Context: an optimization exercise on an open-source flow, tuned for small area and a short achievable clock period. The choices shown serve that exercise and are no tape-out recipe. In this exercise RTL edits were held to simulation tests only and were not proved equivalent to the original. No activity file was given, so power comes from the tool's default toggle rates.

### flow/design.v
module qe_arb_wait (
    input  wire clk,
    input  wire clr,                 
    output reg  aged
);
    localparam [11:0] SEQ_INV = 12'b1010_1010_1010;
    reg  [11:0] seq_q;
    wire [11:0] s    = seq_q ^ SEQ_INV;
    wire        zero = (s[10:0] == 11'd0);
    wire [11:0] nxt  = {s[10:0], s[11] ^ s[5] ^ s[3] ^ s[0] ^ zero};
    always @(posedge clk) begin
        seq_q <= (clr ? 12'd0 : nxt) ^ SEQ_INV;
        aged  <= !clr && (aged || (s[11] && zero));
    end
endmodule
module qe_arb_order (
    input  wire [23:0] prio,
    input  wire [23:0] last,         
    output reg  [63:0] prec
);
    reg  [7:0] after;                
    reg  [3:0] key [0:7];
    reg  [7:0] gt;
    integer i, l;
    function automatic key_le(input [3:0] a, input [3:0] b);
        reg c;
        integer n;
        begin
            c = !a[0] | b[0];
            for (n = 1; n < 4; n = n + 1)
                c = b[n] ? (!a[n] | c) : (!a[n] & c);
            key_le = c;
        end
    endfunction
    always @(*) begin
        for (i = 0; i < 8; i = i + 1) begin
            for (l = 0; l < 8; l = l + 1)
                gt[l] = (i[2:0] > last[3*l +: 3]);
            after[i] = gt[prio[3*i +: 3]];
            key[i]   = {prio[3*i +: 3], !after[i]};
        end
        for (i = 0; i < 8; i = i + 1)
            prec[8*i + i] = 1'b0;
        for (i = 0; i < 8; i = i + 1)
            for (l = i + 1; l < 8; l = l + 1) begin
                prec[8*l + i] = key_le(key[i], key[l]);
                prec[8*i + l] = !prec[8*l + i];
            end
    end
endmodule
module qe_arb_pick (
    input  wire        decide,
    input  wire [7:0]  req,
    input  wire [7:0]  aged,
    input  wire        deadline,
    input  wire [63:0] prec,
    output reg  [7:0]  gnt
);
    wire       dl   = deadline && req[4];
    wire [7:0] areq = req & aged;
    wire [7:0] cand = ((|areq) ? areq : req) & {8{decide && !dl}};
    integer i;
    always @(*) begin
        for (i = 0; i < 8; i = i + 1)
            gnt[i] = cand[i] && !(|(cand & prec[8*i +: 8]));
        gnt[4] = gnt[4] || (decide && dl);
    end
endmodule
module qe_arb (
    input  wire        clk,
    input  wire        rst,
    input  wire [7:0]  req,          
    input  wire [31:0] req_len,      
    input  wire        deadline,     
    input  wire        prio_we,      
    input  wire [23:0] prio_wdata,
    output wire [23:0] prio,         
    output wire [7:0]  gnt,          
    output wire [7:0]  aged,         
    output wire        beat_valid,   
    output wire [2:0]  beat_id,      
    output wire        beat_first    
);
    localparam [23:0] PRIO_RESET = {3'd6, 3'd3, 3'd4, 3'd2, 3'd2, 3'd1, 3'd1, 3'd1};
    reg [23:0] prio_r;
    reg [23:0] last;                 
    reg [3:0]  bcnt;                 
    reg        bvalid;
    reg        bfirst;
    reg [2:0]  bid;
    assign prio       = prio_r;
    assign beat_valid = bvalid;
    assign beat_first = bfirst;
    assign beat_id    = bid;
    wire decide = !bvalid || (bcnt == 4'd0);
    wire [63:0] prec;
    qe_arb_order u_order (.prio(prio_r), .last(last), .prec(prec));
    qe_arb_pick  u_pick  (.decide(decide), .req(req), .aged(aged), .deadline(deadline),
                          .prec(prec), .gnt(gnt));
    wire grant = decide && (|req);
    genvar g;
    generate
        for (g = 0; g < 8; g = g + 1) begin : g_wait
            qe_arb_wait u_wait (.clk(clk), .clr(rst || !req[g] || gnt[g]), .aged(aged[g]));
        end
    endgenerate
    wire [2:0] winner = {|gnt[7:4], gnt[7] | gnt[6] | gnt[3] | gnt[2],
                         gnt[7] | gnt[5] | gnt[3] | gnt[1]};
    reg  [3:0] win_len;
    reg  [2:0] win_prio;
    integer i;
    always @(*) begin
        win_len  = 4'd0;
        win_prio = 3'd0;
        for (i = 0; i < 8; i = i + 1)
            if (gnt[i]) begin
                win_len  = win_len | req_len[4*i +: 4];
                win_prio = win_prio | prio_r[3*i +: 3];
            end
    end
    always @(posedge clk) begin
        if (rst) begin
            prio_r <= PRIO_RESET;
            bvalid <= 1'b0;
        end else begin
            if (prio_we)
                prio_r <= prio_wdata;
            if (grant)
                bvalid <= 1'b1;
            else if (bcnt == 4'd0)
                bvalid <= 1'b0;
        end
        for (i = 0; i < 8; i = i + 1)
            if (rst || (grant && win_prio == i))
                last[3*i +: 3] <= rst ? 3'd7 : winner;
        if (grant) begin
            bcnt   <= win_len;
            bid    <= winner;
            bfirst <= 1'b1;
        end else begin
            bcnt   <= bcnt - 4'd1;
            bfirst <= 1'b0;
        end
    end
endmodule
### flow/flow/run.sh
#!/bin/bash
# Layout flow: the standard ORFS flow (standard.sh), with three changes:
#  - synthesis maps the logic with an area-oriented ABC script (flow/abc_area.script);
#    flip-flops are mapped before ABC runs, so the registers are the standard synthesis's;
#  - the ports get plain buffers (buf_1) instead of the delay buffers buffer_ports picks;
#  - timing repair aims for a setup slack of SETUP_SLACK_MARGIN below the clock period.
# Each tool's output goes to the ORFS logs under orfs/logs; make's output to orfs_make.log.
set -euo pipefail
here=$(pwd)
rm -rf "$here/orfs_scripts"
cp -r "$FLOW_HOME/scripts" "$here/orfs_scripts"
pre="$here/orfs_scripts/synth_preamble.tcl"
sed -i 's|^if { \$::env(ABC_AREA) } {|if { [info exists ::env(FLOW_ABC_SCRIPT)] } {\n  set abc_script $::env(FLOW_ABC_SCRIPT)\n} elseif { $::env(ABC_AREA) } {|' "$pre"
grep -q FLOW_ABC_SCRIPT "$pre"
export FLOW_ABC_SCRIPT="$here/flow/abc_area.script"
bash standard.sh "SCRIPTS_DIR=$here/orfs_scripts" \
    "BUFFER_PORTS_ARGS=-buffer_cell sky130_fd_sc_hd__buf_1" \
    "SETUP_SLACK_MARGIN=9.6" finish > orfs_make.log 2>&1
### flow/flow/abc_area.script
&get -n
&st
&dc2
&syn2
&dch -f
&nf -R 1000 -p
&put
### flow/standard.sh
#!/bin/bash
# synth_recipe.tcl (not shown) runs the flow's synth.tcl, then flattens the netlist and writes it again
# the make line also repeats each setting of config.mk as NAME=value (left out here)
make -C /OpenROAD-flow-scripts/flow DESIGN_CONFIG=/design/flow/config.mk WORK_HOME=/design/flow/orfs CLKGATE_MAP_FILE= SYNTH_SCRIPT=/design/flow/synth_recipe.tcl "${@:-finish}"
### flow/config.mk
export PLATFORM = sky130hd
export DESIGN_NAME = qe_arb
export DESIGN_NICKNAME = qe_arb
export VERILOG_FILES = /design/flow/design.v
export SDC_FILE = /design/flow/constraint.sdc
export NUM_CORES = 4
export LEC_CHECK = 0
export CAP_MARGIN = 20
export CORE_MARGIN = 2
export CORE_UTILIZATION = 50
export CTS_BUF_LIST = sky130_fd_sc_hd__clkbuf_4 sky130_fd_sc_hd__clkbuf_8
export CTS_CLUSTER_SIZE = 30
export GPL_TIMING_DRIVEN = 0
export SLEW_MARGIN = 20
### flow/constraint.sdc
create_clock -name core_clock -period 20.0 [get_ports {clk}]
set_input_delay 4.0000 -clock core_clock [delete_from_list [all_inputs] [get_ports {clk}]]
set_output_delay 4.0000 -clock core_clock [all_outputs]
set_load 0.01 [all_outputs]
==> results of run 1 <==
[path summary, 6_finish.rpt]
check,from,end,slack (ns),cells after the start
worst max-delay path,req[4],gnt[0],9.60,10
worst min-delay path,g_wait[0].u_wait.seq_q[10],g_wait[0].u_wait.seq_q[11],0.36,1
worst min register to register,g_wait[0].u_wait.seq_q[10],g_wait[0].u_wait.seq_q[11],0.36,1
worst max register to register,prio_r[3],last[0],13.55,17
[worst register-to-register path: cells and delay by family (launching register included)]
kind	cells	cell delay, ns
DFF	1	0.73
and+or+nand+nor	4	0.85
buffers and inverters	3	1.07
adders and majority gates	1	0.42
AOI/OAI and AO/OA	9	3.07
[routing by layer]
layer	vias up	wire (um)	global-route usage [%]
met2	393	10420	45.20
met1	3451	9687	39.49
li1	3412	-	-
met5	-	0	0
met4	0	895	12.35
met3	79	2078	6.418
[power groups by stage]
stage          Combinational (mW)  Clock (mW)  Sequential [mW]
2_1_floorplan               0.110           0            0.384
6_report                    0.177       0.223            0.388
3_5_place_dp                0.163           0            0.393
4_1_cts                     0.169       0.228            0.386
3_3_place_gp                0.159           0            0.393
5_1_grt                     0.192       0.243            0.391
[layout by cell type, fill, tap and decap left out, types with 12 or more instances in the layout]
master | synthesis | routed
dfxtp_1 | 134 | 134
buf_1 | 0 | 110
nor2_1 | 101 | 100
nand2_1 | 89 | 88
a21oi_1 | 66 | 64
o21ai_0 | 52 | 49
o22ai_1 | 36 | 36
clkinv_1 | 32 | 31
edfxtp_1 | 27 | 27
buf_4 | 8 | 24
xnor2_1 | 23 | 23
a221oi_1 | 21 | 20
nand3_1 | 17 | 17
clkbuf_8 | 0 | 17
mux2i_1 | 16 | 16
nor3_1 | 17 | 14
a222oi_1 | 13 | 13
nand4_1 | 12 | 12
[timing repair]
action | in CTS | in global routing
resized for setup | 10 | 11
pin swaps | 6 | 6
setup buffers | 8 | 7
setup endpoints to repair | 7 | 7
hold buffers | 0 | 0
gates cloned | 0 | 0
[cell type report]
type | count | area, um^2 | share of cell area, %
well taps | 184 | 230.2 | 2.669
multi-input cells | 616 | 3777 | 43.79
repair buffers | 130 | 581.8 | 6.744
flip-flops and latches | 161 | 3493 | 40.49
clock buffers | 18 | 241.5 | 2.799
clock inverters | 14 | 122.6 | 1.421
inverters | 32 | 120.1 | 1.392
plain buffers | 8 | 60.06 | 0.6962
[sequential cells by signal, summed over array words and instances, names as in the netlist]
signal / count
bid: 3
prio_r: 24
last: 24
bfirst: 1
g_wait.u_wait.aged: 8
bcnt: 4
bvalid: 1
g_wait.u_wait.seq_q: 96
[metrics by stage]
stage	setup slack [ns]	instance area, um^2
floorplan	9.891	7363
global placement	8.579	8014
detailed placement	8.776	8089
CTS	9.609	8549
global route	9.557	8627
finish	9.600	8627
[cells by family (layout without fill, tap and decap cells)]
kind of cell	count (synthesis)	in the layout	synth area share (%)
fa+ha+maj	4	4	0.5777
buf+inv	40	202	2.447
flops	161	161	47.44
simple gates	297	297	18.95
mux	20	20	3.398
xor+xnor	29	29	3.449
compound gates	266	266	23.74
==> run_results.csv, run 1 <==
group,metric,value,unit
floorplan,die_width,125.4,um
critical_path,cpMaxStageDelayCell,"o211ai_1",
hold_path,min_path_type,"reg2reg",
synth,synth_fp_nets,886,
timing,fin_worst_skew,0.03439,ns
critical_path,crit_type,"in2out",
final_layout,layout-drive-gt1-share,7.967,%
power,p_sw_share,34.50,%
timing,fin_setup_tns,0,ns
timing,rsz0062_at_grt,"yes",
timing,final_hold_viol_count,0,
floorplan,initial_core_util,50.86,%
placement,place_congestion,1.013,
synth,ys_seq_area_share,47.44,%
final_layout,layout.nets,1035,
timing,fin_hold_ws,0.3588,ns
power,p_switching,271.7,uW
placement,port_buffers,112,
clock_tree,tritoncts,"yes",
synth,yosys-top-cells-count,"dfxtp_1 (134), nor2_1 (101), nand2_1 (89)",
power,power_density,91.29,nW/um^2
synth,synth_top_area_cell,"dfxtp_1",
route,first_pass_iters,7,
floorplan,die_area,15710,um^2
route,antenna_left,0,
floorplan,row_count,44,
clock_tree,cts-root-buf,"clkbuf_8",
synth,synth_edf_count,27,
route,drc,0,
route,drt_iter0_drc,829,
synth,yosys.area.top_type_share,36.43,%
clock_tree,cts_sinks,161,
global_route,overflow,0,
power,ir_worst_vdd,60.90,uV
synth,ys_warn_count,5,
power,p_int,515.8,uW
critical_path,cp_max_fo,9,
critical_path,startpoint_type,"input port",
critical_path,cp_num_buf_inv,5,
timing,clock.fmax,96.16,MHz
floorplan,core_area,14480,um^2
synth,synth_cells,817,
timing,fin_crit_sh,52.00,%
clock_tree,cts_buffers,17,
route,num_vias,7335,
global_route,grt_first_pass_wirelength,36.43,mm
final_layout,area_growth,17.16,%
critical_path,endpoint_kind,"output port",
critical_path,cp_cell_sequence,"buf_1 > nand2_1 > and3_4 > o211ai_1 > buf_4 > buf_4 > buf_4 > o221ai_1 > nor4bb_4 > buf_1",
final_layout,post-route-util,59.58,%
synth,ys_top_cells_by_area,"dfxtp_1 (36%), edfxtp_1 (11%), nor2_1 (5.1%), nand2_1 (4.5%), a21oi_1 (4.5%)",
timing,setup_viol,0,
synth,ys_async_sr_fraction,0,%
job,drv_cap,0,
final_layout,nFillCells,1327,
outcome,status,"no timing/DRC/antenna violations",
critical_path,crit_family,"buffers and inverters",
floorplan,pin_count,113,
final_layout,diodes,0,
power,leakage,3.106,nW
critical_path,max_stage_delay,0.47,ns
synth,synth.distinct_cells,53,
clock_tree,htreeDepth,4,
route,vias_per_cell,6.307,
synth,synth-main-ff-cell,"dfxtp_1",
critical_path,cp.required,16.00,ns
critical_path,cp_common_cell,"buf_4",
final_layout,layout.cells.non_filler,1163,
timing,final_max_slew_viol_count,0,
power,clock_power_share,28.3,%
critical_path,crit_arrival,6.40,ns
synth,synth_most_common_cell,"dfxtp_1",
route,drt-wirelength-per-cell,19.85,um
timing,timing.final.crit_period,10.40,ns
clock_tree,cts_buffer_depth,2,
clock_tree,clk_latency,0.48,ns
synth,synth-seq-cells,161,
timing,worstMarginPinSlew,1.351,ns
synth,syn_area,7363,um^2
placement,placed_cells,1116,
synth,synth.avg_cell_area,9.013,um^2
placement,dp_hpwl,15.85,mm
timing,maxSlewHeadroom,9.673,%
clock_tree,cts.clk_slew.worst_paths,0.12,ns
global_route,grt_usage,29.12,%
floorplan,die_y,125.4,um
global_route,grt_pass1_vias,6779,
power,total_power,787.5,uW
route,wirelength,23.08,mm
global_route,grt_max_degree,35,
global_route,antenna_found_initial,0,
power,comb_power_share,22.5,%
power,power_frac_seq,49.2,%
==> run 2, diff against run 1 <==
--- a/flow/config.mk
+++ b/flow/config.mk
@@ -10,5 +10,4 @@
 export CORE_UTILIZATION = 50
 export CTS_BUF_LIST = sky130_fd_sc_hd__clkbuf_4 sky130_fd_sc_hd__clkbuf_8
 export CTS_CLUSTER_SIZE = 30
-export GPL_TIMING_DRIVEN = 0
 export SLEW_MARGIN = 20
==> run 2 against run 1 <==
- clock skew fell by 0.017 ns
- power fell by 1.2%
- wire length increased by 0.29%
- non-clock buffer count fell by 8
- sequential share of layout area is 0.68 points higher
- critical endpoint is now gnt[5]
- largest power group unchanged
==> run_results.csv, run 2 <==
group,metric,value,unit
route,wirelength,23.15,mm
timing,worstMarginPinSlew,1.022,ns
synth,synth.avg_cell_area,9.013,um^2
final_layout,largest_reg_flops,96,
hold_path,hold_path_end,"g_wait[0].u_wait.seq_q[3]",
placement,port_buffers,112,
synth,synth_fp_nets,886,
timing,setup_viol,0,
synth,yosys-top-cells-count,"dfxtp_1 (134), nor2_1 (101), nand2_1 (89)",
synth,ys_top_cells_by_area,"dfxtp_1 (36%), edfxtp_1 (11%), nor2_1 (5.1%), nand2_1 (4.5%), a21oi_1 (4.5%)",
critical_path,endpoint_kind,"output port",
critical_path,rr_endpoint,"last[2]",
final_layout,layout.cells.most_common,"dfxtp_1",
synth,ys_async_sr_fraction,0,%
synth,synth_edf_count,27,
final_layout,diodes,0,
power,ir_worst_vdd,70.07,uV
hold_path,min_path_type,"reg2reg",
synth,yosys.area.top_type_share,36.43,%
critical_path,crit_type,"in2out",
critical_path,crit_arrival,6.28,ns
global_route,grt_first_pass_wirelength,37.07,mm
hold_path,worstHoldPathCells,1,
synth,syn_area,7363,um^2
global_route,overflow,0,
final_layout,layout.nets,1027,
critical_path,rr_worst_depth,22,
timing,fin_crit_sh,51.38,%
floorplan,core_area,14480,um^2
critical_path,startpoint_type,"input port",
floorplan,initial_core_util,50.86,%
final_layout,nFillCells,1295,
synth,synth-main-ff-cell,"dfxtp_1",
clock_tree,htreeDepth,4,
hold_path,hold_start,"g_wait[0].u_wait.seq_q[2]",
floorplan,die_area,15710,um^2
power,power_density,91.73,nW/um^2
final_layout,final_cell_mix,"dfxtp_1 (134), buf_1 (110), nor2_1 (100), nand2_1 (88), a21oi_1 (64)",
clock_tree,cts-root-buf,"clkbuf_8",
clock_tree,cts_sinks,161,
synth,synth-seq-cells,161,
route,antenna_left,0,
outcome,status,"no timing/DRC/antenna violations",
synth,synth_most_common_cell,"dfxtp_1",
timing,maxSlewHeadroom,31.85,%
critical_path,r2r-start,"prio_r[3]",
power,total_power,778.3,uW
final_layout,fin_area,8484,um^2
floorplan,die_y,125.4,um
synth,synth_top_area_cell,"dfxtp_1",
final_layout,reg_top3,"g_wait.u_wait.seq_q (96), last (24), prio_r (24)",
global_route,grt_max_degree,53,
placement,placed_area,8015,um^2
placement,dp_hpwl,16.41,mm
timing,clock.fmax,97.32,MHz
final_layout,layout.cells.non_filler,1154,
clock_tree,cts.clk_slew.worst_paths,0.09,ns
synth,synth.distinct_cells,53,
route,drt_iter0_drc,920,
route,drt-wirelength-per-cell,20.06,um
critical_path,reg2reg_slack,14.32,ns
global_route,antenna_found_initial,0,
power,leakage,3.028,nW
timing,timing.final.crit_period,10.28,ns
final_layout,post-route-util,58.60,%
clock_tree,cts_hold_buf,0,
synth,ys_warn_count,5,
route,num_vias,7287,
global_route,grt_pass1_vias,6891,
floorplan,row_count,44,
synth,synth_cells,817,
floorplan,die_width,125.4,um
route,drc,0,
floorplan,pin_count,113,
final_layout,layout-drive-gt1-share,6.495,%
synth,ys_seq_area_share,47.44,%
job,drv_cap,0,
global_route,grt_usage,29.62,%
timing,final_hold_viol_count,0,
timing,rsz0062_at_grt,"yes",
critical_path,cp_max_fo,9,
final_layout,area_growth,15.23,%
critical_path,startpoint,"req[1]",
final_layout,regMostFlops,"g_wait.u_wait.seq_q",
route,first_pass_iters,7,
clock_tree,clk_latency,0.46,ns
timing,fin_setup_tns,0,ns
clock_tree,tritoncts,"yes",
route,vias_per_cell,6.315,
timing,final_max_slew_viol_count,0,
placement,placed_cells,1112,
timing,fin_worst_skew,0.01727,ns
clock_tree,cts_buffers,17,
placement,place_congestion,0.9802,
clock_tree,cts_buffer_depth,2,
critical_path,cp.required,16.00,ns
[run 2: worst max path at each step]
stage                     depth (start not counted)     end  slack (ns)
after floorplan                                   8  gnt[6]        9.89
after global placement                           11  gnt[5]        9.37
after detailed placement                          9  gnt[5]        9.33
after CTS                                         9  gnt[5]        9.54
after global routing                             10  gnt[7]        9.55
final                                            11  gnt[5]        9.72
[run 2: cell families after synthesis]
family                   synth area share (%)
AO/OA/AOI/OAI                           23.74
XOR/XNOR                                3.449
adder cells (fa/ha/maj)                0.5777
buffers and inverters                   2.447
flip-flops                              47.44
multiplexers                            3.398
AND/OR/NAND/NOR                         18.95
[run 2: critical path, stage by stage]
cell and delay, ns:
buf_1 0.14, a22o_1 0.23, a221oi_1 0.20, and3_4 0.28, o211ai_1 0.19, clkinv_1 0.15
and2_0 0.17, a21oi_1 0.05, a2111oi_0 0.39, and3_4 0.31, buf_1 0.16
[run 2: power by group]
| part | internal (mW) | total (mW) | switching, mW | leakage (nW) |
|---|---|---|---|---|
| logic | 0.0681 | 0.174 | 0.106 | 1.49 |
| registers | 0.355 | 0.387 | 0.0323 | 1.34 |
| clock network | 0.0899 | 0.217 | 0.127 | 0.189 |
| total | 0.513 | 0.778 | 0.266 | 3.03 |
[run 2: repair_timing]
action | in CTS | in global routing
resized for setup | 5 | 6
hold endpoints to repair | 0 | 0
pin swaps | 1 | 7
setup buffers | 2 | 9
endpoints found under the setup margin | 4 | 7
[run 2: cell type report]
type | instances | area, um^2 | area share, %
clock buffer | 17 | 234.0 | 2.758
timing repair buffer | 130 | 558.0 | 6.577
sequential | 161 | 3493 | 41.17
multi-input combinational | 616 | 3725 | 43.90
inverter | 32 | 120.1 | 1.416
tap | 184 | 230.2 | 2.713
clock inverter | 14 | 123.9 | 1.460
[run 2: metrics by stage]
stage                     hold WS, ns  setup slack [ns]
after floorplan                0.3524             9.891
after global placement         0.3596             9.367
after detailed placement       0.3666             9.332
after CTS                      0.3870             9.543
after global routing           0.4007             9.550
final                          0.3853             9.725
[run 2: layer usage]
metal,global-route usage [%],vias up,part of all wire [%]
met1,40.38,3382,43
met2,46.04,453,44
met5,0,-,0
li1,-,3379,-
met3,6.590,73,9.4
met4,11.83,0,3.6

-- static timing again, ports no longer ideal --
The flow's constraints put no driver on any port. The routed layouts listed below were extracted and timed again, unchanged, in two steps. Step 1 sets driving cells, clkbuf_16 on the clock port and buf_2 on the other inputs (assumed; they add their load-dependent delay and slew). Step 2 times the ports against the registers' clock, not the clock port: input delays grow and output delays shrink by t, the midpoint of the rising clock arrivals with the driver on. a / b / c = no drivers / after step 1 / after step 2; a / b = the first two.
| run | t, ns | setup slack, ns | hold slack, ns | latest minus earliest clock arrival (ns) | cell pins on the clock port's net |
|---|---|---|---|---|---|
| run 1 | 0.508 | 9.600 / 9.554 / 9.554 | 0.359 / 0.359 / 0.359 | 0.034 / 0.035 | 1 |
| run 2 | 0.490 | 9.725 / 9.702 / 9.702 | 0.385 / 0.385 / 0.385 | 0.020 / 0.020 | 1 |
After both steps every run listed still meets setup and hold. For run 1, which loses most, drivers alone change the setup slack by -0.046 ns; drivers and shift together by -0.046 ns.
